Background: an optimization exercise with open tools, aiming at small area and a short achievable clock period. Do not read the settings as production practice.
Only simulation tests tie the RTL to the original design; equivalence was not proved.
Power is estimated from default activity; no workload was simulated.

==> design/flow/design.v <==
module cv_unit (
    input             clk,
    input             rst,
    input             we,
    input      [3:0]  addr,
    input      [17:0] wdata,
    output reg [17:0] rdata,
    output reg        err,
    input             feed_valid,
    input      [3:0]  feed_n,
    input      [8:0]  feed_data
);
    reg [7:0]  cfg;
    reg [31:0] poly;
    reg [31:0] init;
    reg [31:0] val;
    wire [4:0]  wm1    = cfg[4:0];
    wire        refin  = cfg[5];
    wire        refout = cfg[6];
    wire        finv   = cfg[7];
    wire [31:0] mask = 32'hFFFF_FFFF >> (~wm1);
    wire [31:0] vl = val  << (~wm1);
    wire [31:0] pl = poly << (~wm1);
    wire        feed_ok = (feed_n != 4'd0) && (feed_n <= 4'd9);
    reg  [9:1]  hot;
    integer     c;
    always @* begin
        for (c = 1; c < 10; c = c + 1)
            hot[c] = (feed_n == c);
    end
    reg  [8:0]  vtop, dtop;
    integer     i2, c2;
    always @* begin
        for (i2 = 0; i2 < 9; i2 = i2 + 1) begin
            vtop[i2] = 1'b0;
            dtop[i2] = 1'b0;
            for (c2 = i2 + 1; c2 < 10; c2 = c2 + 1) begin
                vtop[i2] = vtop[i2] | (hot[c2] & vl[32 - c2 + i2]);
                dtop[i2] = dtop[i2] | (hot[c2] & (refin ? feed_data[c2 - 1 - i2]
                                                        : feed_data[i2]));
            end
        end
    end
    wire [8:0]  h    = vtop ^ dtop;
    reg  [8:0]  mi;
    integer     a, d;
    always @* begin
        mi[0] = 1'b1;
        for (a = 1; a < 9; a = a + 1) begin
            mi[a] = 1'b0;
            for (d = 1; d <= a; d = d + 1)
                mi[a] = mi[a] ^ (pl[32 - d] & mi[a - d]);
        end
    end
    reg  [8:0]  q;
    reg  [15:0] qt;
    integer     i, j, t;
    always @* begin
        for (i = 0; i < 9; i = i + 1) begin
            qt = 16'd0;
            qt[0] = h[i];
            for (j = i + 1; j < 9; j = j + 1)
                qt[j - i] = mi[j - i] & h[j];
            for (t = 0; t < 8; t = t + 1) qt[t] = qt[t] ^ qt[t + 8];
            for (t = 0; t < 4; t = t + 1) qt[t] = qt[t] ^ qt[t + 4];
            for (t = 0; t < 2; t = t + 1) qt[t] = qt[t] ^ qt[t + 2];
            q[i] = qt[0] ^ qt[1];
        end
    end
    reg  [31:0] vsh;
    reg  [31:0] fed;
    reg  [15:0] ft;
    integer     m, b2;
    always @* begin
        vsh = 32'd0;
        for (m = 1; m < 10; m = m + 1)
            if (hot[m])
                vsh = val << m;
        for (b2 = 0; b2 < 32; b2 = b2 + 1) begin
            ft = 16'd0;
            for (m = 0; m < 9; m = m + 1)
                if (b2 >= m)
                    ft[m] = q[m] & poly[b2 - m];
            ft[9] = vsh[b2];
            for (t = 0; t < 8; t = t + 1) ft[t] = ft[t] ^ ft[t + 8];
            for (t = 0; t < 4; t = t + 1) ft[t] = ft[t] ^ ft[t + 4];
            for (t = 0; t < 2; t = t + 1) ft[t] = ft[t] ^ ft[t + 2];
            fed[b2] = ft[0] ^ ft[1];
        end
    end
    reg  [31:0] rev;
    integer     r;
    always @* begin
        for (r = 0; r < 32; r = r + 1)
            rev[r] = vl[31 - r];
    end
    reg  [31:0] src;
    always @* begin
        case (addr)
            4'd1, 4'd2: src = poly;
            4'd3, 4'd4: src = init;
            4'd5, 4'd6: src = val;
            4'd7, 4'd8: src = (refout ? rev : val) ^ {32{finv}};
            default:    src = 32'd0;
        endcase
        src = src & mask;
    end
    reg [17:0] rd_word;
    always @* begin
        case (addr)
            4'd0:                   rd_word = {10'd0, cfg};
            4'd1, 4'd3, 4'd5, 4'd7: rd_word = src[17:0];
            4'd2, 4'd4, 4'd6, 4'd8: rd_word = {4'd0, src[31:18]};
            default:                rd_word = 18'd0;
        endcase
    end
    always @(posedge clk) begin
        if (rst) begin
            cfg   <= 8'o037;
            poly  <= 32'd0;
            init  <= 32'd0;
            val   <= 32'd0;
            rdata <= 18'd0;
            err   <= 1'b0;
        end else begin
            rdata <= rd_word;
            err   <= 1'b0;
            if (we) begin
                case (addr)
                    4'd0: begin
                        if (wdata[4:0] < 5'd2) begin
                            err <= 1'b1;            
                        end else begin
                            cfg  <= wdata[7:0];
                            poly <= poly & mask;
                            init <= init & mask;
                            val  <= val  & mask;
                        end
                    end
                    4'd1: poly[17:0]  <= wdata;
                    4'd2: poly[31:18] <= wdata[13:0];
                    4'd3: init[17:0]  <= wdata;
                    4'd4: init[31:18] <= wdata[13:0];
                    4'd5: val[17:0]   <= wdata;
                    4'd6: val[31:18]  <= wdata[13:0];
                    4'd9: val         <= init;
                    default: ;                              
                endcase
            end else if (feed_valid && feed_ok) begin
                val <= fed;
            end
        end
    end
endmodule
==> design/flow/flow/run.sh <==
#!/bin/bash
# Own layout flow: the standard ORFS flow (standard.sh) with
#  - synthesis mapped for area by ABC (flow/synth.tcl, flow/abc_area.script);
#  - plain buffers (buf_2) on the ports instead of delay buffers;
#  - ORFS's repair_timing aiming for extra setup slack (SETUP_SLACK_MARGIN),
#    so it sizes up the drivers on the long paths.
# The SDC, clock period, floorplan, power grid, CTS and routing are the standard ones.
set -euo pipefail
W=$(pwd)
export MY_ABC_SCRIPT=$W/flow/abc_area.script
make -C "$FLOW_HOME" DESIGN_CONFIG="$W/config.mk" WORK_HOME="$W/orfs" CLKGATE_MAP_FILE= \
  SYNTH_SCRIPT="$W/flow/synth.tcl" synth > "$W/synth.log" 2>&1
bash "$W/standard.sh" SETUP_SLACK_MARGIN=18 \
  "BUFFER_PORTS_ARGS=-buffer_cell sky130_fd_sc_hd__buf_2" finish > "$W/layout.log" 2>&1
==> design/flow/flow/abc_area.script <==
strash
dch
map -a
topo
stime -c
==> design/flow/flow/synth.tcl <==
# synth_recipe.tcl (the standard synthesis), with one change: ABC maps the logic
# with flow/abc_area.script (area-oriented mapping) instead of ORFS's script.
# Registers are mapped before ABC runs, so they are the standard synthesis's.
proc synth {args} { yosys synth -nofsm -noshare {*}$args }
proc abc {args} {
  set i [lsearch -exact $args -script]
  if { $i >= 0 } {
    set args [lreplace $args $i [expr {$i + 1}] -script $::env(MY_ABC_SCRIPT)]
  }
  yosys abc {*}$args
}
source $::env(SCRIPTS_DIR)/synth.tcl
# left out here: clear keep_hierarchy, flatten, clean up, hide names made inside functions, write 1_2_yosys.v
==> design/flow/standard.sh <==
#!/bin/bash
# synth_recipe.tcl (not shown) runs the flow's synth.tcl, then flattens the netlist and writes it again
# the make line also repeats each setting of config.mk as NAME=value (left out here)
make -C /OpenROAD-flow-scripts/flow DESIGN_CONFIG=/design/flow/config.mk WORK_HOME=/design/flow/orfs CLKGATE_MAP_FILE= SYNTH_SCRIPT=/design/flow/synth_recipe.tcl "${@:-finish}"
==> design/flow/config.mk <==
export PLATFORM = sky130hd
export DESIGN_NAME = cv_unit
export DESIGN_NICKNAME = cv_unit
export VERILOG_FILES = /design/flow/design.v
export SDC_FILE = /design/flow/constraint.sdc
export NUM_CORES = 4
export LEC_CHECK = 0
export CAP_MARGIN = 20
export CORE_MARGIN = 2
export CORE_UTILIZATION = 40
export PLACE_DENSITY = 0.5
export SLEW_MARGIN = 20
==> design/flow/constraint.sdc <==
create_clock -name core_clock -period 27.0 [get_ports {clk}]
set_input_delay 5.4000 -clock core_clock [delete_from_list [all_inputs] [get_ports {clk}]]
set_output_delay 5.4000 -clock core_clock [all_outputs]
set_load 0.01 [all_outputs]
==> impl_metrics.ini, run 1 <==
[clocking]
clockBufferDepth = 2
holdBufCountCts = 0
numClockSinks = 123
htreeDepth = 4
clkLatencyLatePin_ns = 0.44
cts_root_buffer = clkbuf_16
tritoncts = built
clkTransAtPathRegs_ns = 0.06
cts_buffers = 17

[sta]
tightest_slew_ns = 1.24
rsz0062_at_grt = false
final_max_slew_viol_count = 0
finalCriticalPeriod_ns = 8.86
period_share = 0.328
slew_headroom = 0.164
skew_ns = 0.0119
fmax_mhz = 113
hold_violations = 0
setup_tns_ns = 0
setup-violations-final = 0

[grt]
grt_use_total = 0.483
overflow = 0
grt_pass1_wl_um = 136000
grt_max_degree = 62
grt_pass1_vias = 19263
antenna_found_initial = 3

[floorplanning]
dieHeight_um = 197
die-area_um2 = 38900
core-area_um2 = 36700
fp-row-count = 70
die_w_um = 197
initial_core_util = 0.406
io_pins = 58

[setup_path]
worstPathArrival_ns = 9.22
crit_type = input port to flop
r2r_start = cfg[3]
worst-path-max-fanout = 6
cp-start-kind = input port
worstSetupEndpointType = flop
crit_required_ns = 27.36
cp-startpoint = feed_n[1]

[placed_design]
dpl.hpwl_um = 67600
io_buffers = 57
gp_congestion = 1.08

[synth]
synth_top_area_cell = dfxtp_1
ys_seq_elements = 123
synth_area_um2 = 14900
syn_nets = 2475
syn_inst = 2433
synthTopCellsByArea = dfxtp_1, xor2_1, nand2_1
seq_area_frac_synth = 0.165
async_flop_share = 0
avgSynthCellArea_um2 = 6.13
synth-edff-count = 0
yosysUniqueCellTypes = 35
synthFlopType = dfxtp_1
ys.warnings.count = 1
yosys.area.top_type_share = 0.165

[power]
pwr-share-clk = 0.302
p_leak_uw = 0.00653
power_frac_seq = 0.271
combPwrFrac = 0.427
power_uw = 757
power_density_nw_per_um2 = 41.4
p_sw_frac = 0.454
p_switching_uw = 343
peakVddDrop_mv = 0.0418
internal-power_uw = 414

[outcome]
status = complete, no violations

[drt]
wl_um = 96300
drtAntennaViolNets = 0
vias = 21293
wl_per_cell_um = 30.9
drt_first_pass_iters = 8
drc = 0
avgViaCountPerCell = 6.83
drtIter0Drc = 3674

[hold_path]
hp-start = poly[28]
hold_path.class = flop to flop

[finish]
nNetsFinal = 2676
area.growth.synth_to_final_pct = 22.6
drive_gt1_frac = 0.127

[run]
drv_cap = 0
stage by stage:
step	hold WS [ns]	std cells	area [um^2]	setup slack (ns)	util
finish	0.484	3117	18300	18.14	0.498
global route	0.497	3115	18300	17.95	0.498
global placement	0.461	3013	16400	16.64	0.448
CTS	0.485	3072	17500	17.93	0.478
detailed placement	0.472	3013	16400	16.56	0.448
floorplan	0.437	2433	15100	17.96	-
cell usage after synthesis, types with 3 or more instances:
cell         n
nand2_1    463
o32ai_1      7
a211oi_1     5
or2_2       11
o2111ai_1    4
nor3_1      19
a221oi_1    80
nand3_1     34
a21oi_1    216
o221ai_1    26
a32oi_1     18
nor2_1     318
xnor2_1     52
o211ai_1    27
o31ai_1      6
o22ai_1    116
clkinv_1   220
xor2_1     231
dfxtp_1    123
a22oi_1     82
a31oi_1     20
mux2i_1      4
ha_1         3
o21ai_0    333
logic make-up (layout without fill, tap and decap cells):
logic type | count (synthesis) | after routing | share of synthesized area
XOR/XNOR | 283 | 284 | 0.166
flip-flops | 123 | 123 | 0.165
AO/OA/AOI/OAI | 950 | 950 | 0.387
AND/OR/NAND/NOR | 850 | 859 | 0.221
adder cells (fa/ha/maj) | 3 | 3 | 0.00252
other | 0 | 2 | 0
multiplexers | 4 | 4 | 0.00268
buffers and inverters | 220 | 424 | 0.0554
placed cells by master, fill, tap and decap left out, types with 5 or more instances in the layout:
master      instances
xor2_2              5
clkinvlp_4          5
xor2_1            223
o221ai_1           26
nand3_1            32
a21oi_1           208
o31ai_1             6
or2_2               6
buf_4              99
o22ai_1           112
or2_4               5
a221oi_1           76
dfxtp_1           122
nor3_1             16
nand2_1           443
o211ai_1           27
xnor2_1            48
o21ai_0           319
clkbuf_16          18
nand2_4             9
o32ai_1             7
a22oi_1            82
a21oi_2             7
buf_12              8
nand2_8            10
o21ai_1            13
nand2_2             9
clkinv_4           11
a31oi_1            20
clkinv_2           10
nor2_2             11
nor2_4             13
a32oi_1            18
nor2_1            295
clkinv_1          194
buf_2              54
timing repair:
item                                    CTS  global route
setup buffers                            15            39
endpoints found under the hold margin     0             0
pin swaps                                18            78
gates cloned                             12             4
gates resized for setup                  50            87
endpoints found under the setup margin   32            32
worst max-delay path: stages:
cell,delay [ns]
clkbuf_4,0.16
nor2_4,0.10
nand2_4,0.08
nor2_4,0.24
clkinv_8,0.09
buf_4,0.15
o22ai_4,0.15
o22ai_2,0.09
inv_2,0.08
a211oi_2,0.04
or2_4,0.26
nand2_8,0.08
nor2_1,0.05
xor2_1,0.19
xnor2_1,0.18
inv_2,0.07
or2_4,0.32
nand2_8,0.12
buf_4,0.13
nor2_1,0.04
xor2_1,0.18
xor2_1,0.22
xor2_1,0.19
xor2_1,0.30
o21ai_0,0.12
a21oi_1,0.14
flip-flops by register name, indices dropped and copies added (netlist names):
name   flops
cfg        8
err        1
init      32
poly      32
rdata     18
val       32
routing by layer:
layer  global-route usage  part of all wire
met5              0.00894           0.00075
met4                0.307             0.078
met3                0.177              0.15
met2                0.681              0.39
met1                0.617              0.38
area by class of cell:
cell class,count,area [um^2]
antenna,2,5.00
clock buffer,19,453
clock inverter,13,119
fill,3863,18400
inverter,220,945
multi-input combinational,2100,12400
sequential,123,2470
tap,468,586
timing repair buffer,169,1320
timing repair inverter,3,22.5
final timing paths:
check / end / slack (ns) / cells after the start
max reg2reg: val[29] / 18.71 / 32
min: poly[28] / 0.48 / 2
max: val[18] / 18.14 / 26
min reg2reg: poly[28] / 0.48 / 2
power groups by stage:
stage	Combinational (uW)	Clock, uW	Sequential, uW
after global routing	333	234	204
after floorplan	150	0	202
after global placement	255	0	207
final	323	229	205
after CTS	277	226	203
after detailed placement	255	0	207
==> run 2, diff against run 1 <==
==> design/flow/design.v (replaced) <==
module cv_unit (
    input             clk,
    input             rst,
    input             we,
    input      [3:0]  addr,
    input      [17:0] wdata,
    output reg [17:0] rdata,
    output reg        err,
    input             feed_valid,
    input      [3:0]  feed_n,
    input      [8:0]  feed_data
);
    reg [7:0]  cfg_r;
    reg [31:0] poly_r;
    reg [31:0] init_r;
    reg [31:0] val_r;
    reg [8:0]  vt_r;
    reg [8:1]  mi_r;
    reg        p_we;
    reg        p_feed;
    reg [3:0]  p_sel;
    reg [17:0] p_data;
    wire [4:0]  wm1_r   = cfg_r[4:0];
    wire        refin_r = cfg_r[5];
    wire [31:0] mask_r  = 32'hFFFF_FFFF >> (~wm1_r);
    reg  [9:1]  hot;
    integer     c;
    always @* begin
        for (c = 1; c < 10; c = c + 1)
            hot[c] = (p_sel == c);
    end
    reg  [8:0]  vtop, dtop;
    integer     i2, c2;
    always @* begin
        for (i2 = 0; i2 < 9; i2 = i2 + 1) begin
            vtop[i2] = 1'b0;
            dtop[i2] = 1'b0;
            for (c2 = i2 + 1; c2 < 10; c2 = c2 + 1) begin
                vtop[i2] = vtop[i2] | (hot[c2] & vt_r[9 - c2 + i2]);
                dtop[i2] = dtop[i2] | (hot[c2] & (refin_r ? p_data[c2 - 1 - i2]
                                                          : p_data[i2]));
            end
        end
    end
    wire [8:0]  h = vtop ^ dtop;
    wire [8:0]  mi = {mi_r, 1'b1};
    reg  [8:0]  q;
    reg  [15:0] qt;
    integer     i, j, t;
    always @* begin
        for (i = 0; i < 9; i = i + 1) begin
            qt = 16'd0;
            qt[0] = h[i];
            for (j = i + 1; j < 9; j = j + 1)
                qt[j - i] = mi[j - i] & h[j];
            for (t = 0; t < 8; t = t + 1) qt[t] = qt[t] ^ qt[t + 8];
            for (t = 0; t < 4; t = t + 1) qt[t] = qt[t] ^ qt[t + 4];
            for (t = 0; t < 2; t = t + 1) qt[t] = qt[t] ^ qt[t + 2];
            q[i] = qt[0] ^ qt[1];
        end
    end
    reg  [31:0] vsh;
    reg  [31:0] fed;
    reg  [15:0] ft;
    integer     m, b2;
    always @* begin
        vsh = 32'd0;
        for (m = 1; m < 10; m = m + 1)
            if (hot[m])
                vsh = val_r << m;
        for (b2 = 0; b2 < 32; b2 = b2 + 1) begin
            ft = 16'd0;
            for (m = 0; m < 9; m = m + 1)
                if (b2 >= m)
                    ft[m] = q[m] & poly_r[b2 - m];
            ft[9] = vsh[b2];
            for (t = 0; t < 8; t = t + 1) ft[t] = ft[t] ^ ft[t + 8];
            for (t = 0; t < 4; t = t + 1) ft[t] = ft[t] ^ ft[t + 4];
            for (t = 0; t < 2; t = t + 1) ft[t] = ft[t] ^ ft[t + 2];
            fed[b2] = ft[0] ^ ft[1];
        end
    end
    reg [7:0]  cfg_t;
    reg [31:0] poly_t;
    reg [31:0] init_t;
    reg [31:0] val_t;
    always @* begin
        cfg_t  = cfg_r;
        poly_t = poly_r;
        init_t = init_r;
        val_t  = val_r;
        if (p_we) begin
            case (p_sel)
                4'd0: begin                      
                    cfg_t  = p_data[7:0];
                    poly_t = poly_r & mask_r;
                    init_t = init_r & mask_r;
                    val_t  = val_r  & mask_r;
                end
                4'd1: poly_t[17:0]  = p_data;
                4'd2: poly_t[31:18] = p_data[13:0];
                4'd3: init_t[17:0]  = p_data;
                4'd4: init_t[31:18] = p_data[13:0];
                4'd5: val_t[17:0]   = p_data;
                4'd6: val_t[31:18]  = p_data[13:0];
                4'd9: val_t         = init_r;
                default: ;
            endcase
        end
        if (p_feed)
            val_t = fed;
    end
    wire [4:0]  wm1_t  = cfg_t[4:0];
    wire        refout = cfg_t[6];
    wire        finv   = cfg_t[7];
    wire [31:0] mask_t = 32'hFFFF_FFFF >> (~wm1_t);
    wire [31:0] vl = val_t << (~wm1_t);
    wire [31:0] pl = poly_t << (~wm1_t);
    reg  [8:0]  mi_t;
    integer     a, d;
    always @* begin
        mi_t[0] = 1'b1;
        for (a = 1; a < 9; a = a + 1) begin
            mi_t[a] = 1'b0;
            for (d = 1; d <= a; d = d + 1)
                mi_t[a] = mi_t[a] ^ (pl[32 - d] & mi_t[a - d]);
        end
    end
    reg  [31:0] rev;
    integer     r;
    always @* begin
        for (r = 0; r < 32; r = r + 1)
            rev[r] = vl[31 - r];
    end
    reg  [31:0] src;
    always @* begin
        case (addr)
            4'd1, 4'd2: src = poly_t;
            4'd3, 4'd4: src = init_t;
            4'd5, 4'd6: src = val_t;
            4'd7, 4'd8: src = (refout ? rev : val_t) ^ {32{finv}};
            default:    src = 32'd0;
        endcase
        src = src & mask_t;
    end
    reg [17:0] rd_word;
    always @* begin
        case (addr)
            4'd0:                   rd_word = {10'd0, cfg_t};
            4'd1, 4'd3, 4'd5, 4'd7: rd_word = src[17:0];
            4'd2, 4'd4, 4'd6, 4'd8: rd_word = {4'd0, src[31:18]};
            default:                rd_word = 18'd0;
        endcase
    end
    wire refused = (addr == 4'd0) && (wdata[4:0] < 5'd2);    
    wire feed_ok = (feed_n != 4'd0) && (feed_n <= 4'd9);
    always @(posedge clk) begin
        if (rst) begin
            cfg_r  <= 8'o037;
            poly_r <= 32'd0;
            init_r <= 32'd0;
            val_r  <= 32'd0;
            vt_r   <= 9'd0;
            mi_r   <= 8'd0;
            p_we   <= 1'b0;
            p_feed <= 1'b0;
            p_sel  <= 4'd0;
            p_data <= 18'd0;
            rdata  <= 18'd0;
            err    <= 1'b0;
        end else begin
            cfg_r  <= cfg_t;
            poly_r <= poly_t;
            init_r <= init_t;
            val_r  <= val_t;
            vt_r   <= vl[31:23];
            mi_r   <= mi_t[8:1];
            rdata  <= rd_word;
            err    <= we && refused;
            p_we   <= we && !refused;
            p_feed <= !we && feed_valid && feed_ok;
            p_sel  <= we ? addr : feed_n;
            p_data <= we ? wdata : {9'd0, feed_data};
        end
    end
endmodule
--- a/design/flow/flow/run.sh
+++ b/design/flow/flow/run.sh
@@ -10,5 +10,5 @@
 export MY_ABC_SCRIPT=$W/flow/abc_area.script
 make -C "$FLOW_HOME" DESIGN_CONFIG="$W/config.mk" WORK_HOME="$W/orfs" CLKGATE_MAP_FILE= \
   SYNTH_SCRIPT="$W/flow/synth.tcl" synth > "$W/synth.log" 2>&1
-bash "$W/standard.sh" SETUP_SLACK_MARGIN=18 \
+bash "$W/standard.sh" SETUP_SLACK_MARGIN=20 \
   "BUFFER_PORTS_ARGS=-buffer_cell sky130_fd_sc_hd__buf_2" finish > "$W/layout.log" 2>&1
==> run 2 against run 1 <==
Net effect: first-iteration DRC count down 0.65%; non-clock buffer count up 23; synthesized area up 10%; via count up 4.7%; still clean; power up 22%; clock power up 7%.
==> impl_metrics.ini, run 2 <==
[floorplanning]
core-area_um2 = 40700
initial_core_util = 0.404
die-area_um2 = 42700
dieHeight_um = 207
die_w_um = 207
fp-row-count = 74
io_pins = 58

[grt]
grt_pass1_vias = 19921
grt_pass1_wl_um = 139000
antenna_found_initial = 2
overflow = 0
grt_max_degree = 83
grt_use_total = 0.449

[setup_path]
critPathMaxStageDelay_ns = 0.46
cp-start-kind = input port
worst-path-max-fanout = 18
crit_type = input port to flop
crit_required_ns = 27.34
worstRegToRegCells = 37
path_cells = buf_2, clkinv_1, nor2_2, nor2_1, clkinv_1, nor2_4, buf_4, a21oi_1, o211ai_1, a32oi_2, nor2_1
cpMaxStageDelayCell = a32oi_2
crit_family = compound AO/OA/AOI/OAI gates
path_depth = 11
worstSetupEndpointType = flop
crit_buf_inv = 4
worstPathArrival_ns = 7.37

[sta]
slew_headroom = 0.264
final_max_slew_viol_count = 0
skew_ns = 0.0160
period_share = 0.260
setup_ws_ns = 19.97
tightest_slew_ns = 1.10
rsz0062_at_grt = true
fmax_mhz = 142
hold_violations = 0
finalCriticalPeriod_ns = 7.03
setup_tns_ns = 0
setup-violations-final = 0

[clocking]
clockBufferDepth = 2
clkLatencyLatePin_ns = 0.48
tritoncts = built
holdBufCountCts = 0
numClockSinks = 164
htreeDepth = 4
cts_root_buffer = clkbuf_16
clkTransAtPathRegs_ns = 0.07
cts_buffers = 17

[placed_design]
gp_congestion = 1.05
io_buffers = 57
dpl.hpwl_um = 71500
dp_slack_ns = 17.84

[drt]
met2RoutedLength_um = 41100
vias = 22301
avgViaCountPerCell = 6.43
wl_per_cell_um = 28.8
routed.top_layer = met5
drtIter0Drc = 3650
drt_first_pass_iters = 8
drt-met1-wl_um = 36800
wl_met3_um = 12800
drc = 0
drtAntennaViolNets = 0
wl_um = 99700

[finish]
area.growth.synth_to_final_pct = 23.2
antenna_cells = 0
top_regs = init_r x32, poly_r x32, val_r x32
regArea_um2 = 3310
multi_input_area_um2 = 12900
filler_cell_count = 4246
nNetsFinal = 2963
final_cell_mix = nor2_1, nand2_1, clkinv_1
drive_gt1_frac = 0.147
final_common_cell = nor2_1

[run]
drv_cap = 0

[hold_path]
hold_path.class = flop to flop
min_path_cells = 2

[synth]
syn_nets = 2748
syn_inst = 2706
synth-edff-count = 0
ys.warnings.count = 1
synthFlopType = dfxtp_1
synthTopCellsByArea = dfxtp_1, nor2_1, xor2_1
synth_area_um2 = 16400
seq_area_frac_synth = 0.200
yosysUniqueCellTypes = 36
synthTopCellsByCount = nor2_1, nand2_1, o21ai_0
avgSynthCellArea_um2 = 6.08
async_flop_share = 0
synth.most_common_cell = nor2_1
yosys.area.top_type_share = 0.200
synth_top_area_cell = dfxtp_1
ys_seq_elements = 164

[outcome]
status = complete, no violations

[power]
peakVddDrop_mv = 0.0535
power_density_nw_per_um2 = 45.7
power_uw = 925
p_leak_uw = 0.00692
run 2: where the power goes:
group	internal, uW	total (uW)	switching [uW]
Sequential	253	273	19.3
Clock	121	246	125
Combinational	122	406	284
Total	496	925	428
run 2: layer usage:
layer / global-route usage / vias to the layer above
met1: 0.556 / 10378
met5: 0 / -
met2: 0.658 / 1627
li1: - / 9848
met4: 0.329 / 2
met3: 0.136 / 446
run 2: worst min-delay path, delay by kind of cell, from the launching register on:
kind	cells	cell delay [ns]
DFF	1	0.33
and+or+nand+nor	1	0.08
AOI/OAI and AO/OA	1	0.09
run 2: cell type report:
| cell class | count | share of cell area |
|---|---|---|
| multi-input cells | 2253 | 0.635 |
| clock buffers | 19 | 0.0214 |
| flip-flops and latches | 164 | 0.163 |
| clock inverters | 13 | 0.00587 |
| inverters | 290 | 0.0601 |
| well taps | 532 | 0.0329 |
| repair buffers | 192 | 0.0803 |
| repair inverters | 3 | 0.000741 |
run 2: logic make-up after synthesis:
| family | Yosys count | share of synthesized area |
|---|---|---|
| flops | 164 | 0.200 |
| buf+inv | 290 | 0.0662 |
| xor+xnor | 273 | 0.145 |
| mux | 8 | 0.00487 |
| simple gates | 1036 | 0.244 |
| fa+ha+maj | 3 | 0.00228 |
| compound gates | 932 | 0.338 |
run 2: per-stage QoR:
stage	area (um^2)	utilization	hold slack, ns	std cells
after CTS	19100	0.469	0.534	3405
after detailed placement	18000	0.441	0.511	3352
final	20300	0.497	0.535	3466
after floorplan	16600	-	0.483	2706
after global placement	18000	0.441	0.504	3352
after global routing	20300	0.497	0.573	3466
run 2: path summary, 6_finish.rpt:
kind | start | end | slack, ns
max | addr[0] | rdata[10] | 19.97
min reg2reg | init_r[26] | init_r[26] | 0.54
max reg2reg | p_sel[1] | rdata[5] | 20.02
min | init_r[26] | init_r[26] | 0.54
run 2: what timing repair did:
item                                    4_1_cts  5_1_grt
pin swaps                                    13       45
gates resized for setup                     142      192
gates cloned                                  3        9
endpoints found under the setup margin       31       21
buffers inserted                             18       51
==> run 3, diff against run 2 <==
--- a/design/flow/design.v
+++ b/design/flow/design.v
@@ -23,6 +23,7 @@
     wire [4:0]  wm1_r   = cfg_r[4:0];
     wire        refin_r = cfg_r[5];
     wire [31:0] mask_r  = 32'hFFFF_FFFF >> (~wm1_r);
+    wire [31:0] mask_w  = 32'hFFFF_FFFF >> (~p_data[4:0]);
     reg  [9:1]  hot;
     integer     c;
     always @* begin
@@ -93,9 +94,9 @@
             case (p_sel)
                 4'd0: begin                      
                     cfg_t  = p_data[7:0];
-                    poly_t = poly_r & mask_r;
-                    init_t = init_r & mask_r;
-                    val_t  = val_r  & mask_r;
+                    poly_t = poly_r & mask_w;
+                    init_t = init_r & mask_w;
+                    val_t  = val_r  & mask_w;
                 end
                 4'd1: poly_t[17:0]  = p_data;
                 4'd2: poly_t[31:18] = p_data[13:0];
@@ -108,7 +109,7 @@
             endcase
         end
         if (p_feed)
-            val_t = fed;
+            val_t = fed & mask_r;
     end
     wire [4:0]  wm1_t  = cfg_t[4:0];
     wire        refout = cfg_t[6];
@@ -132,28 +133,27 @@
         for (r = 0; r < 32; r = r + 1)
             rev[r] = vl[31 - r];
     end
-    reg  [31:0] src;
+    wire [31:0] res = (refout ? rev : val_t) ^ ({32{finv}} & mask_t);
+    reg  [15:0] sel;
+    integer     k;
     always @* begin
-        case (addr)
-            4'd1, 4'd2: src = poly_t;
-            4'd3, 4'd4: src = init_t;
-            4'd5, 4'd6: src = val_t;
-            4'd7, 4'd8: src = (refout ? rev : val_t) ^ {32{finv}};
-            default:    src = 32'd0;
-        endcase
-        src = src & mask_t;
+        for (k = 0; k < 16; k = k + 1)
+            sel[k] = (addr == k);
     end
-    reg [17:0] rd_word;
-    always @* begin
-        case (addr)
-            4'd0:                   rd_word = {10'd0, cfg_t};
-            4'd1, 4'd3, 4'd5, 4'd7: rd_word = src[17:0];
-            4'd2, 4'd4, 4'd6, 4'd8: rd_word = {4'd0, src[31:18]};
-            default:                rd_word = 18'd0;
-        endcase
-    end
+    wire [17:0] rd_word = ({18{sel[0]}} & {10'd0, cfg_t})
+                        | ({18{sel[1]}} & poly_t[17:0])
+                        | ({18{sel[2]}} & {4'd0, poly_t[31:18]})
+                        | ({18{sel[3]}} & init_t[17:0])
+                        | ({18{sel[4]}} & {4'd0, init_t[31:18]})
+                        | ({18{sel[5]}} & val_t[17:0])
+                        | ({18{sel[6]}} & {4'd0, val_t[31:18]})
+                        | ({18{sel[7]}} & res[17:0])
+                        | ({18{sel[8]}} & {4'd0, res[31:18]});
     wire refused = (addr == 4'd0) && (wdata[4:0] < 5'd2);    
     wire feed_ok = (feed_n != 4'd0) && (feed_n <= 4'd9);
+    wire [17:0] wmask = (addr == 4'd0) ? 18'h3FFFF
+                      : addr[0]        ? mask_t[17:0]
+                                       : {4'hF, mask_t[31:18]};
     always @(posedge clk) begin
         if (rst) begin
             cfg_r  <= 8'o037;
@@ -180,7 +180,7 @@
             p_we   <= we && !refused;
             p_feed <= !we && feed_valid && feed_ok;
             p_sel  <= we ? addr : feed_n;
-            p_data <= we ? wdata : {9'd0, feed_data};
+            p_data <= we ? (wdata & wmask) : {9'd0, feed_data};
         end
     end
 endmodule
--- a/design/flow/flow/run.sh
+++ b/design/flow/flow/run.sh
@@ -10,5 +10,5 @@
 export MY_ABC_SCRIPT=$W/flow/abc_area.script
 make -C "$FLOW_HOME" DESIGN_CONFIG="$W/config.mk" WORK_HOME="$W/orfs" CLKGATE_MAP_FILE= \
   SYNTH_SCRIPT="$W/flow/synth.tcl" synth > "$W/synth.log" 2>&1
-bash "$W/standard.sh" SETUP_SLACK_MARGIN=20 \
+bash "$W/standard.sh" SETUP_SLACK_MARGIN=20.5 \
   "BUFFER_PORTS_ARGS=-buffer_cell sky130_fd_sc_hd__buf_2" finish > "$W/layout.log" 2>&1
==> run 3 against run 2 <==
Net effect: power is 2.9% higher; maximum frequency rose by 7.9%; hold slack worse by 0.0035 ns; critical path depth decreased by 1; clock power is 8.1% higher; sequential share of layout area fell by 0.71 points; synthesized cell count is 2.7% higher; largest cell class unchanged; largest power group unchanged.
==> impl_metrics.ini, run 3 <==
[floorplanning]
initial_core_util = 0.403
die_w_um = 209
die-area_um2 = 43800
dieHeight_um = 209
io_pins = 58
fp-row-count = 75
core-area_um2 = 41800

[finish]
final_common_cell = nor2_1
area.growth.synth_to_final_pct = 25.1
nNetsFinal = 3029
final_cell_mix = nor2_1, nand2_1, o21ai_0
design_area_um2 = 21100
drive_gt1_frac = 0.158
top_regs = init_r x32, poly_r x32, val_r x32

[drt]
drtAntennaViolNets = 0
drc = 0
wl_met3_um = 12500
met2RoutedLength_um = 43400
vias = 23277
avgViaCountPerCell = 6.58
routed.top_layer = met5
wl_um = 106000
drt-met1-wl_um = 39000
wl_per_cell_um = 29.8
drt_first_pass_iters = 9
drtIter0Drc = 3881

[sta]
rsz0062_at_grt = true
fmax_mhz = 153
finalCriticalPeriod_ns = 6.52
fin_hold_ws_ns = 0.532
final_max_slew_viol_count = 0
setup_ws_ns = 20.48
hold_violations = 0
setup-violations-final = 0
tightest_slew_ns = 1.01
period_share = 0.241
setup_tns_ns = 0
slew_headroom = 0.319
skew_ns = 0.0165

[synth]
synth.most_common_cell = nor2_1
syn_nets = 2821
synth_top_area_cell = dfxtp_1
synth-edff-count = 0
ys.warnings.count = 1
synthFlopType = dfxtp_1
seq_area_frac_synth = 0.195
syn_inst = 2779
yosysUniqueCellTypes = 41
synthTopCellsByCount = nor2_1, nand2_1, o21ai_0
ys_seq_elements = 164
async_flop_share = 0
avgSynthCellArea_um2 = 6.06
synth_area_um2 = 16800
yosys.area.top_type_share = 0.195
synthTopCellsByArea = dfxtp_1, nor2_1, nand2_1

[grt]
grt_use_total = 0.466
grt_max_degree = 68
grt_pass1_vias = 21192
grt_pass1_wl_um = 149000
antenna_found_initial = 4
overflow = 0

[power]
power_uw = 952
peakVddDrop_mv = 0.0505
power_density_nw_per_um2 = 45.1
p_leak_uw = 0.00731

[setup_path]
crit_required_ns = 27.35
cp-start-kind = input port
worstSetupEndpointType = flop
crit_type = input port to flop
worstPathArrival_ns = 6.86
worst-path-max-fanout = 7

[placed_design]
dpl-instance-area_um2 = 18500
dpl.hpwl_um = 76700
dp_slack_ns = 18.02
gp_congestion = 1.09
io_buffers = 57

[clocking]
cts_root_buffer = clkbuf_16
numClockSinks = 164
cts_buffers = 17
clkLatencyLatePin_ns = 0.49
clockBufferDepth = 2
htreeDepth = 4
holdBufCountCts = 0
tritoncts = built
clkTransAtPathRegs_ns = 0.08

[outcome]
status = complete, no violations

[hold_path]
hold_path.class = flop to flop

[run]
drv_cap = 0
==> run 3: area by class of cell <==
cell class                 count  area, um^2
antenna                        1        2.50
clock buffer                  17         425
clock inverter                15         179
fill                        4362       20700
inverter                     308        1420
multi-input combinational   2307       13400
sequential                   164        3290
tap                          539         674
timing repair buffer         187        1660
timing repair inverter         2        16.3
==> run 3: cells by family after synthesis <==
logic type,after synthesis,share of synthesized area
buffers and inverters,309,0.0689
AND/OR/NAND/NOR,1112,0.258
adder cells (fa/ha/maj),3,0.00223
flip-flops,164,0.195
AO/OA/AOI/OAI,890,0.319
multiplexers,9,0.00535
XOR/XNOR,292,0.152
==> run 3: critical path, cell delays in order <==
cell	delay, ns
buf_16	0.13
inv_16	0.08
nor3_4	0.05
buf_12	0.15
clkinv_16	0.06
o22ai_1	0.07
a21oi_2	0.30
o221ai_1	0.23
a211oi_2	0.26
a31oi_1	0.11
==> run 3: final timing paths <==
kind	endpoint	depth (start not counted)	start	slack (ns)
worst max-delay path	rdata[4]	10	addr[0]	20.48
worst min-delay path	init_r[28]	2	init_r[28]	0.53
worst max register to register	rdata[5]	34	p_sel[3]	20.71
worst min register to register	init_r[28]	2	init_r[28]	0.53
==> run 3: power breakdown <==
part	switching, uW	total, uW	internal (uW)
Combinational	290	409	120
Sequential	21.6	276	254
Clock	133	266	133
==> run 3: stage by stage <==
stage | util | std cells
after global routing | 0.505 | 3539
final | 0.505 | 3540
after detailed placement | 0.443 | 3432
after CTS | 0.479 | 3496
after floorplan | - | 2779
after global placement | 0.443 | 3432
==> run 3: per-layer routing <==
metal | vias up | track usage
li1 | 10027 | -
met1 | 10920 | 0.580
met2 | 1805 | 0.680
met3 | 519 | 0.115
met4 | 6 | 0.382
met5 | - | 0.00334
==> run 3: repair_timing <==
| action | in CTS | in global routing |
|---|---|---|
| pin swaps | 15 | 42 |
| resized for setup | 166 | 204 |
| cloned | 2 | 8 |
| buffers inserted | 30 | 35 |
| endpoints found under the setup margin | 76 | 34 |
==> run 4, diff against run 3 <==
--- a/design/flow/design.v
+++ b/design/flow/design.v
@@ -23,7 +23,6 @@
     wire [4:0]  wm1_r   = cfg_r[4:0];
     wire        refin_r = cfg_r[5];
     wire [31:0] mask_r  = 32'hFFFF_FFFF >> (~wm1_r);
-    wire [31:0] mask_w  = 32'hFFFF_FFFF >> (~p_data[4:0]);
     reg  [9:1]  hot;
     integer     c;
     always @* begin
@@ -65,10 +64,7 @@
     reg  [15:0] ft;
     integer     m, b2;
     always @* begin
-        vsh = 32'd0;
-        for (m = 1; m < 10; m = m + 1)
-            if (hot[m])
-                vsh = val_r << m;
+        vsh = val_r << p_sel;
         for (b2 = 0; b2 < 32; b2 = b2 + 1) begin
             ft = 16'd0;
             for (m = 0; m < 9; m = m + 1)
@@ -94,9 +90,9 @@
             case (p_sel)
                 4'd0: begin                      
                     cfg_t  = p_data[7:0];
-                    poly_t = poly_r & mask_w;
-                    init_t = init_r & mask_w;
-                    val_t  = val_r  & mask_w;
+                    poly_t = poly_r & mask_r;
+                    init_t = init_r & mask_r;
+                    val_t  = val_r  & mask_r;
                 end
                 4'd1: poly_t[17:0]  = p_data;
                 4'd2: poly_t[31:18] = p_data[13:0];
@@ -109,14 +105,20 @@
             endcase
         end
         if (p_feed)
-            val_t = fed & mask_r;
+            val_t = fed;
     end
     wire [4:0]  wm1_t  = cfg_t[4:0];
     wire        refout = cfg_t[6];
     wire        finv   = cfg_t[7];
     wire [31:0] mask_t = 32'hFFFF_FFFF >> (~wm1_t);
     wire [31:0] vl = val_t << (~wm1_t);
-    wire [31:0] pl = poly_t << (~wm1_t);
+    wire [38:0] pla = {poly_t, 7'd0};                  
+    wire [22:0] pl16 = wm1_t[4] ? pla[38:16] : pla[22:0];
+    wire [14:0] pl8  = wm1_t[3] ? pl16[22:8] : pl16[14:0];
+    wire [10:0] pl4  = wm1_t[2] ? pl8[14:4]  : pl8[10:0];
+    wire [8:0]  pl2  = wm1_t[1] ? pl4[10:2]  : pl4[8:0];
+    wire [7:0]  pl1  = wm1_t[0] ? pl2[8:1]   : pl2[7:0];   
+    wire [31:0] pl   = {pl1, 24'd0};
     reg  [8:0]  mi_t;
     integer     a, d;
     always @* begin
@@ -133,27 +135,32 @@
         for (r = 0; r < 32; r = r + 1)
             rev[r] = vl[31 - r];
     end
-    wire [31:0] res = (refout ? rev : val_t) ^ ({32{finv}} & mask_t);
-    reg  [15:0] sel;
-    integer     k;
+    wire [31:0] res = (refout ? rev : val_t) ^ {32{finv}};
+    reg  [17:0] lw;
+    reg  [13:0] hw;
     always @* begin
-        for (k = 0; k < 16; k = k + 1)
-            sel[k] = (addr == k);
+        case (addr[2:1])
+            2'd0:    lw = poly_t[17:0];              
+            2'd1:    lw = init_t[17:0];              
+            2'd2:    lw = val_t[17:0];               
+            default: lw = res[17:0];                 
+        endcase
+        case (addr[2:1])
+            2'd1:    hw = poly_t[31:18];             
+            2'd2:    hw = init_t[31:18];             
+            2'd3:    hw = val_t[31:18];              
+            default: hw = res[31:18];                
+        endcase
     end
-    wire [17:0] rd_word = ({18{sel[0]}} & {10'd0, cfg_t})
-                        | ({18{sel[1]}} & poly_t[17:0])
-                        | ({18{sel[2]}} & {4'd0, poly_t[31:18]})
-                        | ({18{sel[3]}} & init_t[17:0])
-                        | ({18{sel[4]}} & {4'd0, init_t[31:18]})
-                        | ({18{sel[5]}} & val_t[17:0])
-                        | ({18{sel[6]}} & {4'd0, val_t[31:18]})
-                        | ({18{sel[7]}} & res[17:0])
-                        | ({18{sel[8]}} & {4'd0, res[31:18]});
+    wire        is_l  = !addr[3] && addr[0];                         
+    wire        is_h  = (!addr[3] && !addr[0] && addr[2:1] != 2'd0)
+                     || (addr == 4'd8);                              
+    wire        is_c  = (addr == 4'd0);
+    wire [17:0] rd_word = ({18{is_l}} & mask_t[17:0] & lw)
+                        | ({18{is_h}} & {4'd0, mask_t[31:18] & hw})
+                        | ({18{is_c}} & {10'd0, cfg_t});
     wire refused = (addr == 4'd0) && (wdata[4:0] < 5'd2);    
     wire feed_ok = (feed_n != 4'd0) && (feed_n <= 4'd9);
-    wire [17:0] wmask = (addr == 4'd0) ? 18'h3FFFF
-                      : addr[0]        ? mask_t[17:0]
-                                       : {4'hF, mask_t[31:18]};
     always @(posedge clk) begin
         if (rst) begin
             cfg_r  <= 8'o037;
@@ -180,7 +187,7 @@
             p_we   <= we && !refused;
             p_feed <= !we && feed_valid && feed_ok;
             p_sel  <= we ? addr : feed_n;
-            p_data <= we ? (wdata & wmask) : {9'd0, feed_data};
+            p_data <= we ? wdata : {9'd0, feed_data};
         end
     end
 endmodule
--- a/design/flow/flow/run.sh
+++ b/design/flow/flow/run.sh
@@ -1,6 +1,6 @@
 #!/bin/bash
 # Own layout flow: the standard ORFS flow (standard.sh) with
-#  - synthesis mapped for area by ABC (flow/synth.tcl, flow/abc_area.script);
+#  - synthesis mapped by ABC with area recovery (flow/synth.tcl, flow/abc_area.script);
 #  - plain buffers (buf_2) on the ports instead of delay buffers;
 #  - ORFS's repair_timing aiming for extra setup slack (SETUP_SLACK_MARGIN),
 #    so it sizes up the drivers on the long paths.
==> design/flow/flow/abc_area.script (replaced) <==
&get -n
&st
&dch -f
&nf -R 1000
&put
topo
stime -c
--- a/design/flow/flow/synth.tcl
+++ b/design/flow/flow/synth.tcl
@@ -1,5 +1,5 @@
 # synth_recipe.tcl (the standard synthesis), with one change: ABC maps the logic
-# with flow/abc_area.script (area-oriented mapping) instead of ORFS's script.
+# with flow/abc_area.script (mapping with area recovery) instead of ORFS's script.
 # Registers are mapped before ABC runs, so they are the standard synthesis's.
 proc synth {args} { yosys synth -nofsm -noshare {*}$args }
 proc abc {args} {
==> run 4 against run 3 <==
Net effect: still clean on timing, DRC and antenna; register-to-register slack got worse by 0.05 ns; maximum frequency shrank 1.5%; cell count down 18%; worst setup slack worse by 0.098 ns; wire length is 23% lower; synthesized area is 9.9% lower; clock skew decreased by 0.00089 ns; sequential share of layout area grew 1.7 points; critical path type unchanged.
==> impl_metrics.ini, run 4 <==
[outcome]
status = complete, no violations

[setup_path]
cp-start-kind = input port
crit_required_ns = 27.33
worstPathArrival_ns = 6.95
worst-path-max-fanout = 28
worstSetupEndpointType = flop
crit_type = input port to flop

[finish]
area.growth.synth_to_final_pct = 24.7
multi_input_area_um2 = 12900
final_cell_mix = nand2_1, nor2_1, xnor2_1
top_regs = init_r x32, poly_r x32, val_r x32
drive_gt1_frac = 0.147
final_common_cell = nand2_1
regArea_um2 = 3290
filler_cell_count = 3902
nNetsFinal = 2412

[grt]
grtUsageMet1 = 0.534
grt_busiest_layer = met2
grt_max_degree = 102
overflow = 0
grt_use_met3 = 0.0863
grt_util_met2 = 0.619
grt_use_total = 0.409
grt_pass1_wl_um = 118000
antenna_found_initial = 2
grt_pass1_vias = 17165

[synth]
yosysUniqueCellTypes = 48
synthTopCellsByArea = dfxtp_1, xnor2_1, nand2_1
synth_fa_ha_area_frac = 0.00247
ys_seq_elements = 164
async_flop_share = 0
syn_inst = 2187
synthFlopType = dfxtp_1
synth_top_family_by_area = compound AO/OA/AOI/OAI gates
synth.most_common_cell = nand2_1
synth-edff-count = 0
yosys.area.top_type_share = 0.216
synthSimpleGateAreaFrac = 0.246
synth_area_um2 = 15200
avgSynthCellArea_um2 = 6.94
seq_area_frac_synth = 0.216
synthXorXnorAreaFrac = 0.194
synthTopCellsByCount = nand2_1, nor2_1, xnor2_1
synth_compound_area_frac = 0.284
syn_nets = 2229
synth_top_area_cell = dfxtp_1
muxShareOfSynthArea = 0.0555
ys.warnings.count = 1

[placed_design]
dpl.hpwl_um = 58600
dp_slack_ns = 19.02
gp_congestion = 1.02
io_buffers = 57

[sta]
skew_ns = 0.0156
setup_ws_ns = 20.39
period_share = 0.245
setup-violations-final = 0
slew_headroom = 0.343
tightest_slew_ns = 0.981
finalCriticalPeriod_ns = 6.61
fmax_mhz = 151
fin_hold_ws_ns = 0.524
rsz0062_at_grt = true
hold_violations = 0
final_max_slew_viol_count = 0
setup_tns_ns = 0

[clocking]
clkTransAtPathRegs_ns = 0.08
cts_buffers = 17
clkLatencyLatePin_ns = 0.47
holdBufCountCts = 0
clockBufferDepth = 2
htreeDepth = 4
numClockSinks = 164
tritoncts = built
cts_root_buffer = clkbuf_16

[drt]
drc = 0
wl_um = 81600
drtAntennaViolNets = 0
drt_first_pass_iters = 9
drtIter0Drc = 2311
avgViaCountPerCell = 6.46
wl_per_cell_um = 28.2
vias = 18699

[floorplanning]
dieHeight_um = 199
die_w_um = 199
core-area_um2 = 37500
die-area_um2 = 39500
fp-row-count = 71
initial_core_util = 0.405
io_pins = 58

[power]
p_leak_uw = 0.00632
power_density_nw_per_um2 = 45.7
peakVddDrop_mv = 0.0534

[run]
drv_cap = 0

[hold_path]
hold_path.class = flop to flop
## run 4: changes by cell type after synthesis, sizes merged, moves of 56 or more
cell	previous run	this run
a22o	4	60
clkinv	308	8
nor2	523	266
o21ai	352	211
o22ai	135	39
xnor2	110	262
xor2	182	74
## run 4: what timing repair did
item | in CTS | in global routing
setup endpoints to repair | 134 | 31
pin swaps | 18 | 25
gates resized for setup | 107 | 128
gates cloned | 2 | 2
buffers inserted | 21 | 16
## run 4: stage by stage
stage	total power, uW	util	instances	cell area [um^2]
2_1_floorplan	433	-	2187	15400
3_3_place_gp	549	0.450	2821	16900
5_1_grt	888	0.505	2893	18900
4_1_cts	838	0.486	2875	18200
6_report	865	0.505	2894	18900
3_5_place_dp	547	0.450	2821	16900
## run 4: area by class of cell
class                   count  share of cell area
diodes                      1            0.000132
clock buffers              18              0.0227
clock inverters            13              0.0104
inverters                   8             0.00225
multi-input cells        2016               0.684
flip-flops and latches    164               0.174
well taps                 511              0.0338
repair buffers            163              0.0735
## run 4: where the power goes
group | total [uW] | switching, uW | internal, uW
Combinational | 320 | 214 | 106
Sequential | 269 | 16.4 | 252
Clock | 276 | 120 | 156
Total | 865 | 350 | 515
## run 4: worst max-delay path: stages
cell and delay (ns):
buf_16 0.13, buf_12 0.13, nand2_4 0.31, o22ai_1 0.13, o31ai_1 0.53, a21oi_1 0.09, a21oi_1 0.13, a21oi_1 0.07
## run 4: cell families after synthesis
kind of cell	after synthesis
multiplexers	82
XOR/XNOR	336
flip-flops	164
buffers and inverters	8
adder cells (fa/ha/maj)	3
AND/OR/NAND/NOR	912
AO/OA/AOI/OAI	682
## run 4: worst paths after layout
check        startpoint         end  slack [ns]  cells past startpoint
max             addr[1]    rdata[6]       20.39                      8
min          init_r[11]  init_r[11]        0.52                      2
max reg2reg    p_sel[0]     mi_r[8]       20.66                     30
min reg2reg  init_r[11]  init_r[11]        0.52                      2
## run 4: per-layer routing
| layer | wire length, um | part of all wire |
|---|---|---|
| met5 | 0 | 0 |
| met4 | 5940 | 0.073 |
| met3 | 8930 | 0.11 |
| met2 | 34500 | 0.42 |
| met1 | 32300 | 0.40 |
==> run 5, diff against run 4 <==
--- a/design/flow/design.v
+++ b/design/flow/design.v
@@ -167,12 +167,8 @@
             poly_r <= 32'd0;
             init_r <= 32'd0;
             val_r  <= 32'd0;
-            vt_r   <= 9'd0;
-            mi_r   <= 8'd0;
             p_we   <= 1'b0;
             p_feed <= 1'b0;
-            p_sel  <= 4'd0;
-            p_data <= 18'd0;
             rdata  <= 18'd0;
             err    <= 1'b0;
         end else begin
@@ -180,14 +176,14 @@
             poly_r <= poly_t;
             init_r <= init_t;
             val_r  <= val_t;
-            vt_r   <= vl[31:23];
-            mi_r   <= mi_t[8:1];
             rdata  <= rd_word;
             err    <= we && refused;
             p_we   <= we && !refused;
             p_feed <= !we && feed_valid && feed_ok;
-            p_sel  <= we ? addr : feed_n;
-            p_data <= we ? wdata : {9'd0, feed_data};
         end
+        vt_r   <= vl[31:23];
+        mi_r   <= mi_t[8:1];
+        p_sel  <= we ? addr : feed_n;
+        p_data <= {wdata[17:9], we ? wdata[8:0] : feed_data};
     end
 endmodule
==> run 5 against run 4 <==
Net effect: still clean; sequential share of layout area rose by 0.68 points; sequential power barely moved; synthesized cell count fell by 1.7%; design area fell by 3.5%; hold slack improved by 0.0077 ns; synthesized area fell by 1.3%; core utilization fell by 0.83 points; clock power fell by 4%; first-iteration DRC count rose by 11%; wire length rose by 0.44%; critical endpoint is now rdata[7].
==> impl_metrics.ini, run 5 <==
[setup_path]
crit_type = input port to flop
r2r-end = rdata[2]
worstSetupEndpointType = flop
worstRegToRegCells = 27
rrSetupSlack_ns = 20.56
worstPathArrival_ns = 7.08
crit_required_ns = 27.38
r2r_start = p_sel[0]
worst-path-max-fanout = 7
cp-start-kind = input port

[sta]
rsz0062_at_grt = true
setup_tns_ns = 0
tightest_slew_ns = 1.02
fmax_mhz = 149
finalCriticalPeriod_ns = 6.70
hold_violations = 0
setup-violations-final = 0
skew_ns = 0.0160
period_share = 0.248
slew_headroom = 0.312
final_max_slew_viol_count = 0

[power]
power_frac_seq = 0.335
power_density_nw_per_um2 = 43.5
peakVddDrop_mv = 0.0448
combPwrFrac = 0.331
internal-power_uw = 480
pwr-share-clk = 0.335
p_switching_uw = 315
p_leak_uw = 0.00613
p_sw_frac = 0.396

[synth]
synth-edff-count = 0
synth.most_common_cell = nand2_1
avgSynthCellArea_um2 = 6.97
syn_inst = 2150
synthTopCellsByCount = nand2_1, nor2_1, xnor2_1
ys.warnings.count = 1
synthFlopType = dfxtp_1
synthTopCellsByArea = dfxtp_1, xnor2_1, nand2_1
syn_nets = 2192
synth_area_um2 = 15000
synth_top_area_cell = dfxtp_1
yosys.area.top_type_share = 0.219
yosysUniqueCellTypes = 47
ys_seq_elements = 164
seq_area_frac_synth = 0.219
async_flop_share = 0

[finish]
final_cell_mix = nand2_1, nor2_1, xnor2_1
design_area_um2 = 18300
final_common_cell = nand2_1
top_regs = init_r x32, poly_r x32, val_r x32
finalNonFillerCells = 2827
area.growth.synth_to_final_pct = 22.0
utilization = 0.497
nNetsFinal = 2385
drive_gt1_frac = 0.139

[placed_design]
place_inst = 2735
dpl-instance-area_um2 = 16500
dpl.hpwl_um = 56800
io_buffers = 57
gp_congestion = 1.01

[floorplanning]
fp-row-count = 70
dieHeight_um = 198
io_pins = 58
core-area_um2 = 36800
die-area_um2 = 39000
die_w_um = 198
initial_core_util = 0.407

[clocking]
clockBufferDepth = 2
cts_buffers = 17
tritoncts = built
numClockSinks = 164
htreeDepth = 4
holdBufCountCts = 0
clkTransAtPathRegs_ns = 0.07
cts_root_buffer = clkbuf_16
clkLatencyLatePin_ns = 0.47

[drt]
wl_um = 82000
drc = 0
vias = 18557
wl_per_cell_um = 29.0
avgViaCountPerCell = 6.56
drtAntennaViolNets = 0
drtIter0Drc = 2566
drt_first_pass_iters = 7

[grt]
grt_pass1_wl_um = 119000
overflow = 0
grt_use_total = 0.414
grt_pass1_vias = 17294
antenna_found_initial = 2
grt_max_degree = 73

[hold_path]
hold_path.class = flop to flop
hold_end = init_r[18]
min_path_cells = 2
hp-start = init_r[18]

[run]
drv_cap = 0

[outcome]
status = complete, no violations
## run 5: changes by cell type after synthesis, sizes merged, moves of 14 or more
cell	before	now
nand2	494	554
a21oi	181	163
mux2	18	32
a22o	60	18
o21ai	211	165
nor2b	36	20
a32oi	16	58
## run 5: cells by family after synthesis
family	Yosys count	synth area share
AOI/OAI and AO/OA	608	0.261
xor gates and xnor gates	329	0.192
adders and majority gates	3	0.00251
buffers and inverters	7	0.00175
DFF	164	0.219
muxes	107	0.0742
and+or+nand+nor	932	0.249
## run 5: layout make-up
cell class	count	area, um^2
Fill cell	3781	18500
Multi-Input combinational cell	1982	12400
Sequential cell	164	3300
Timing Repair Buffer	171	1390
Tap cell	468	586
Clock buffer	18	439
Clock inverter	14	166
Inverter	7	42.5
Antenna cell	3	7.51
## run 5: metal layers
layer,wire length (um),global-route usage,vias to the layer above
met5,0,0,-
met4,5420,0.250,0
met3,9740,0.0924,258
met2,34500,0.616,1354
met1,32300,0.545,8807
li1,-,-,8138
## run 5: worst max path at each step
| stage | start | to | slack, ns | cells past startpoint |
|---|---|---|---|---|
| floorplan | addr[1] | rdata[3] | 20.24 | 8 |
| global placement | p_sel[0] | rdata[2] | 18.91 | 26 |
| detailed placement | p_sel[2] | rdata[2] | 18.94 | 26 |
| CTS | p_sel[2] | rdata[1] | 20.47 | 32 |
| global route | p_sel[1] | rdata[2] | 20.33 | 28 |
| finish | addr[1] | rdata[7] | 20.30 | 8 |
## run 5: worst max-delay path, stage by stage
cell and delay (ns):
buf_16 0.11, or2_4 0.27, a21oi_2 0.13, o21ai_2 0.09, nor2_4 0.31, buf_6 0.15
nand4_1 0.30, a31oi_1 0.31
## run 5: what timing repair did
| item | CTS | global route |
|---|---|---|
| setup buffers | 20 | 32 |
| pin swaps | 9 | 24 |
| endpoints found under the setup margin | 66 | 20 |
| gates resized for setup | 82 | 81 |
| gates cloned | 4 | 1 |
## run 5: stage by stage
stage	setup slack, ns	power (uW)	hold WS, ns
4_1_cts	20.47	769	0.526
2_1_floorplan	20.24	395	0.467
3_5_place_dp	18.94	493	0.508
3_3_place_gp	18.91	494	0.492
6_report	20.30	794	0.531
5_1_grt	20.33	816	0.544
## run 5: power by group through the flow
| stage | Clock, uW | Sequential, uW | Combinational, uW |
|---|---|---|---|
| after floorplan | 0 | 270 | 124 |
| after global placement | 0 | 273 | 221 |
| after detailed placement | 0 | 273 | 220 |
| after CTS | 268 | 266 | 235 |
| after global routing | 277 | 266 | 273 |
| final | 266 | 266 | 263 |
==> run 6, diff against run 5 <==
--- a/design/flow/design.v
+++ b/design/flow/design.v
@@ -135,29 +135,32 @@
         for (r = 0; r < 32; r = r + 1)
             rev[r] = vl[31 - r];
     end
-    wire [31:0] res = (refout ? rev : val_t) ^ {32{finv}};
+    wire [1:0]  sel_l = (addr[2:1] == 2'd3 && !refout) ? 2'd2 : addr[2:1];
+    wire [1:0]  sel_h = (addr[2:1] == 2'd0 && !refout) ? 2'd3 : addr[2:1];
     reg  [17:0] lw;
     reg  [13:0] hw;
     always @* begin
-        case (addr[2:1])
+        case (sel_l)
             2'd0:    lw = poly_t[17:0];              
             2'd1:    lw = init_t[17:0];              
             2'd2:    lw = val_t[17:0];               
-            default: lw = res[17:0];                 
+            default: lw = rev[17:0];                 
         endcase
-        case (addr[2:1])
+        case (sel_h)
             2'd1:    hw = poly_t[31:18];             
             2'd2:    hw = init_t[31:18];             
             2'd3:    hw = val_t[31:18];              
-            default: hw = res[31:18];                
+            default: hw = rev[31:18];                
         endcase
     end
     wire        is_l  = !addr[3] && addr[0];                         
     wire        is_h  = (!addr[3] && !addr[0] && addr[2:1] != 2'd0)
                      || (addr == 4'd8);                              
+    wire        inv_l = finv && (addr == 4'd7);
+    wire        inv_h = finv && (addr == 4'd8);
     wire        is_c  = (addr == 4'd0);
-    wire [17:0] rd_word = ({18{is_l}} & mask_t[17:0] & lw)
-                        | ({18{is_h}} & {4'd0, mask_t[31:18] & hw})
+    wire [17:0] rd_word = ({18{is_l}} & mask_t[17:0] & (lw ^ {18{inv_l}}))
+                        | ({18{is_h}} & {4'd0, mask_t[31:18] & (hw ^ {14{inv_h}})})
                         | ({18{is_c}} & {10'd0, cfg_t});
     wire refused = (addr == 4'd0) && (wdata[4:0] < 5'd2);    
     wire feed_ok = (feed_n != 4'd0) && (feed_n <= 4'd9);
==> run 6 against run 5 <==
Net effect: largest cell class unchanged; clock power about the same; critical path depth is 1 higher; still clean on timing, DRC and antenna; non-clock buffer count up 9; synthesized cell count fell by 1.4%; clock skew rose by 0.0049 ns; largest power group unchanged; first-iteration DRC count shrank 13%; sequential cell count stayed put; synthesized area is 1.5% lower; hold slack lost 0.018 ns; design area increased by 2.5%; combinational power down 5%; maximum frequency increased by 2.0%.
==> impl_metrics.ini, run 6 <==
[outcome]
status = complete, no violations

[setup_path]
crit_type = input port to flop
worstRegToRegCells = 31
crit_required_ns = 27.38
worstPathArrival_ns = 6.95
worst-path-max-fanout = 5
cp-start-kind = input port
worstSetupEndpointType = flop

[drt]
wl_um = 74300
wl_met3_um = 6500
drtIter0Drc = 2237
drc = 0
drt_first_pass_iters = 9
vias = 17561
avgViaCountPerCell = 6.26
drt-met1-wl_um = 30500
routed.top_layer = met4
met2RoutedLength_um = 32600
drtAntennaViolNets = 0
wl_per_cell_um = 26.5

[sta]
slew_headroom = 0.294
hold_violations = 0
period_share = 0.243
setup_ws_ns = 20.43
tightest_slew_ns = 1.05
setup_tns_ns = 0
finalCriticalPeriod_ns = 6.57
rsz0062_at_grt = true
skew_ns = 0.0209
fmax_mhz = 152
setup-violations-final = 0
fin_hold_ws_ns = 0.514
final_max_slew_viol_count = 0

[grt]
grt_pass1_vias = 16350
grt_max_degree = 65
grt_use_total = 0.376
grt_pass1_wl_um = 108000
antenna_found_initial = 1
overflow = 0

[synth]
seq_area_frac_synth = 0.223
synthTopCellsByArea = dfxtp_1, xnor2_1, nand2_1
yosysUniqueCellTypes = 46
syn_inst = 2120
ys_seq_elements = 164
syn_nets = 2162
async_flop_share = 0
synth_top_area_cell = dfxtp_1
synthFlopType = dfxtp_1
synthXorXnorAreaFrac = 0.202
synth.most_common_cell = nand2_1
synth_area_um2 = 14800
synth_top_family_by_area = simple AND/OR/NAND/NOR gates
ys.warnings.count = 1
synth_fa_ha_area_frac = 0.00254
synth_compound_area_frac = 0.247
avgSynthCellArea_um2 = 6.96
synth-edff-count = 0
synthTopCellsByCount = nand2_1, nor2_1, xnor2_1
synthSimpleGateAreaFrac = 0.253
muxShareOfSynthArea = 0.0706
yosys.area.top_type_share = 0.223

[floorplanning]
core-area_um2 = 36400
initial_core_util = 0.405
fp-row-count = 70
die_w_um = 196
die-area_um2 = 38400
dieHeight_um = 196
io_pins = 58

[clocking]
clkLatencyLatePin_ns = 0.46
tritoncts = built
clkTransAtPathRegs_ns = 0.08
numClockSinks = 164
cts_root_buffer = clkbuf_16
clockBufferDepth = 2
cts_buffers = 17
htreeDepth = 4

[finish]
final_common_cell = nand2_1
top_regs = init_r x32, poly_r x32, val_r x32
nNetsFinal = 2365
drive_gt1_frac = 0.172
final_cell_mix = nand2_1, nor2_1, xnor2_1
area.growth.synth_to_final_pct = 26.9

[placed_design]
io_buffers = 57
dpl.hpwl_um = 53200
gp_congestion = 1.04
dp_slack_ns = 19.00

[hold_path]
hold_path.class = flop to flop
min_path_cells = 2

[power]
peakVddDrop_mv = 0.0436
power_frac_seq = 0.340
internal-power_uw = 487
pwr-share-clk = 0.340
power_density_nw_per_um2 = 41.5
power_uw = 777
p_switching_uw = 290
p_leak_uw = 0.00624
combPwrFrac = 0.320
p_sw_frac = 0.373

[run]
drv_cap = 0
run 6: cell types whose count changed in the layout (fill, tap and decap cells not counted), moves of 9 or more:
cell / delta
a21oi_1: -25
buf_6: +9
a21oi_2: +10
nor3_1: -10
o21ai_0: -20
run 6: path summary, 6_finish.rpt:
check | start | to | slack [ns]
max | addr[1] | rdata[7] | 20.43
min | init_r[7] | init_r[7] | 0.51
min reg2reg | init_r[7] | init_r[7] | 0.51
max reg2reg | p_sel[0] | rdata[3] | 20.60
run 6: timing repair:
action,in CTS,in global routing
hold buffers,0,0
setup buffers,32,27
gates cloned,6,3
pin swaps,32,53
resized for setup,132,138
setup endpoints to repair,44,21
run 6: layout make-up:
class	count	area (um^2)
Antenna cell	1	2.50
Inverter	8	43.8
Sequential cell	164	3290
Multi-Input combinational cell	1952	12600
Clock inverter	11	150
Timing Repair Buffer	180	1580
Fill cell	3684	17700
Clock buffer	20	457
Tap cell	468	586
run 6: cell families (layout without fill, tap and decap cells):
kind of cell	count (synthesis)	after routing
adder cells (fa/ha/maj)	3	3
AO/OA/AOI/OAI	569	569
multiplexers	100	101
AND/OR/NAND/NOR	936	939
buffers and inverters	8	219
other	0	1
flip-flops	164	164
XOR/XNOR	340	340
run 6: worst max-delay path, cell delays in order:
cell	delay, ns
buf_16	0.12
or2_4	0.29
nor2_4	0.19
buf_6	0.14
o31ai_2	0.07
o31ai_2	0.09
xor2_1	0.11
or3_4	0.34
a31oi_1	0.20
run 6: power groups by stage:
stage	sequential [uW]	combinational, uW	clock [uW]
finish	265	249	264
global route	265	261	275
CTS	263	220	265
detailed placement	269	203	0
global placement	269	204	0
floorplan	269	117	0
run 6: layer usage:
metal	track usage	vias to the layer above
met3	0.0614	208
met5	0	-
met2	0.588	1005
met1	0.498	8395
met4	0.203	0
li1	-	7953
run 6: through the flow:
stage,instance area [um^2],cells,utilization
finish,18700,2804,0.514
global route,18700,2803,0.514
CTS,17900,2773,0.490
detailed placement,16300,2704,0.447
global placement,16300,2704,0.447
floorplan,14900,2120,-

==> re-timing with driven ports <==
In the flow no input, the clock included, has a driving cell. The finished layouts below were timed again as built, in two steps.
Step 1: set_driving_cell puts a clkbuf_16 on clk and a buf_2 on each other input, an assumption about the parent block.
Step 2 also shifts input and output timing later by t, the mid clock arrival at the registers, as if the neighbouring blocks saw the same clock.
Slacks: ideal / step 1 / step 2; pairs: ideal / step 1.
| run | t, ns | setup slack, ns | worst hold slack (ns) | latest minus earliest clock arrival (ns) | worst data-port slew with drivers (ns) |
|---|---|---|---|---|---|
| run 1 | 0.478 | 18.135 / 18.157 / 17.679 | 0.484 / 0.484 / 0.484 | 0.012 / 0.012 | 0.04 |
| run 2 | 0.533 | 19.968 / 20.008 / 19.475 | 0.535 / 0.535 / 0.535 | 0.016 / 0.016 | 0.05 |
| run 3 | 0.533 | 20.484 / 20.460 / 19.927 | 0.532 / 0.532 / 0.532 | 0.016 / 0.016 | 0.09 |
| run 4 | 0.520 | 20.385 / 20.316 / 19.795 | 0.524 / 0.524 / 0.524 | 0.015 / 0.015 | 0.21 |
| run 5 | 0.516 | 20.297 / 20.222 / 19.706 | 0.531 / 0.531 / 0.531 | 0.016 / 0.016 | 0.21 |
| run 6 | 0.498 | 20.426 / 20.341 / 19.843 | 0.514 / 0.514 / 0.514 | 0.021 / 0.021 | 0.17 |
After both steps setup and hold are still met in every run listed. For run 5, which loses most, drivers alone change the setup slack by -0.075 ns; drivers and shift together by -0.591 ns.
